Source: an optimization exercise on an open RTL-to-GDS flow (aim: small area, a short achievable clock period and few clock cycles per item). Production flows keep margins and buffers that such runs may drop. In this exercise RTL edits were held to simulation tests only and were not proved equivalent to the original.

==> inputs of raven <==
// dose_pulse_engine
module dose_pulse_engine (
    input  wire        clk,
    input  wire        rst,
    input  wire        in_valid,
    output wire        in_ready,
    input  wire [15:0] dose,
    input  wire [16:0] stitch,
    input  wire        lead,
    input  wire        last,
    input  wire [7:0]  weight,
    input  wire [15:0] w_lead,
    input  wire [15:0] w_trim,
    input  wire [6:0]  lead_share,
    input  wire [15:0] trim_f,
    input  wire [23:0] carry_in,
    input  wire [31:0] cal,
    input  wire [13:0] gain0,
    input  wire [13:0] gain1,
    input  wire [13:0] gain2,
    input  wire [13:0] cap,
    input  wire [7:0]  min_width,
    output wire        out_valid,
    input  wire        out_ready,
    output reg  [15:0] word,
    output reg  [23:0] carry_out,
    output reg  [29:0] delivered,
    output reg  [34:0] deficit,
    output reg         cap_hit
);
    reg  h_valid;                        
    wire en = !h_valid | out_ready;      
    assign in_ready  = en;
    assign out_valid = h_valid;
    function [23:0] to_carry;
        input [35:0] u;
        reg   [35:0] c;
        begin
            c = (u + 36'd128) >> 8;
            to_carry = (c > 36'hFF_FFFF) ? 24'hFF_FFFF : c[23:0];
        end
    endfunction
    wire [15:0] r_word;
    wire [23:0] r_carry;
    wire [29:0] r_del;
    wire [34:0] r_def;
    wire        r_chit;
    reg [15:0] s0_dose;
    reg [16:0] s0_stitch;
    reg [0:0] s0_lead;
    reg [0:0] s0_last;
    reg [7:0] s0_w;
    reg [15:0] s0_W;
    reg [0:0] s0_zl;
    reg [0:0] s0_zt;
    reg [6:0] s0_ls;
    reg [15:0] s0_f;
    reg [23:0] s0_c;
    reg [15:0] s0_rate;
    reg [7:0] s0_ton_raw;
    reg [0:0] s0_ret;
    reg [13:0] s0_g0;
    reg [13:0] s0_g1;
    reg [13:0] s0_g2;
    reg [13:0] s0_cap;
    reg [7:0] s0_mw;
    always @(posedge clk) if (en) begin
        s0_dose <= dose;
        s0_stitch <= stitch;
        s0_lead <= lead;
        s0_last <= last;
        s0_w <= weight;
        s0_W <= lead ? w_lead : w_trim;
        s0_zl <= (w_lead == 16'd0);
        s0_zt <= (w_trim == 16'd0);
        s0_ls <= lead_share;
        s0_f <= trim_f;
        s0_c <= carry_in;
        s0_rate <= cal[15:0];
        s0_ton_raw <= cal[23:16];
  ...
export LEC_CHECK = 0
export CAP_MARGIN = 20
export CORE_MARGIN = 2
export CORE_UTILIZATION = 60
export PLACE_DENSITY = 0.75
export SETUP_SLACK_MARGIN = 5
export SLEW_MARGIN = 20
create_clock -name core_clock -period 12.0 [get_ports {clk}]
run.sh (not shown) runs the stock make flow with config.mk's settings and CLKGATE_MAP_FILE= SYNTH_SCRIPT=/design/flow/synth_recipe.tcl, a recipe that flattens the netlist after the stock synthesis.
==> delta (differences from raven) <==
--- a/flow/config.mk
+++ b/flow/config.mk
@@ -9,4 +9,5 @@
 export CORE_MARGIN = 2
 export CORE_UTILIZATION = 60
+export CTS_BUF_LIST = sky130_fd_sc_hd__clkbuf_8
 export PLACE_DENSITY = 0.75
 export SETUP_SLACK_MARGIN = 5
==> comparison table <==
| item | raven | delta |
|---|---|---|
| Worst-case hold slack | 349.7 ps | 347.8 ps |
| Smallest setup slack after layout | 4894 ps | 4903 ps |
| Fraction of area in multi-input gates | 49.23% | 49.29% |
| Drt initial violations | 18,300 | 18,060 |
| DR vias | 214,300 | 215,900 |
| Status | finished clean | finished clean |
| Worst reg2reg setup slack | 4890 ps | 4900 ps |
| Number of global-route vias before repair | 214,700 | 215,700 |
| Clock slew at reported path FFs | 70 ps | 50 ps |
| Fin nets | 34,650 | 34,950 |
| Flip-flop and latch share of the layout cell area | 36.56% | 36.55% |
| Upper clock frequency limit | 140.7 MHz | 140.9 MHz |
| Largest stage delay, worst path | 540 ps | 530 ps |
| Final worst path period share | 59.21% | 59.14% |
Testbench counts of raven, summed over its fixed seeds: cycles 3,376, items 3,200.
Testbench counts of delta, summed over its fixed seeds: cycles 3,376, items 3,200.

what the ideal ports hide:
How much do the figures lean on ideal ports? The routed layouts below were timed once more, with nothing changed but the port constraints. Step 1: set_driving_cell puts a clkbuf_16 on clk and a buf_2 on each other input, an assumption about the parent block. Step 2 adds t to the input delays and takes it off the output delays; t is the mean of the earliest and latest rising clock arrival at the registers after step 1. Input paths then give back, and output paths get back, about the clock's delay inside the block. a / b / c = ideal ports / drivers / drivers and shift; a / b = the first two.
run	t (ns)	setup WS [ns]	worst slew at a driven data input, ns
raven	1.164	4.894 / 4.894 / 4.559	0.14
delta	1.405	4.903 / 4.903 / 4.542	0.16
After both steps every run listed still meets setup and hold. The setup slack of delta, which loses most, moves by 0.000 ns with the drivers and by -0.361 ns with both steps.
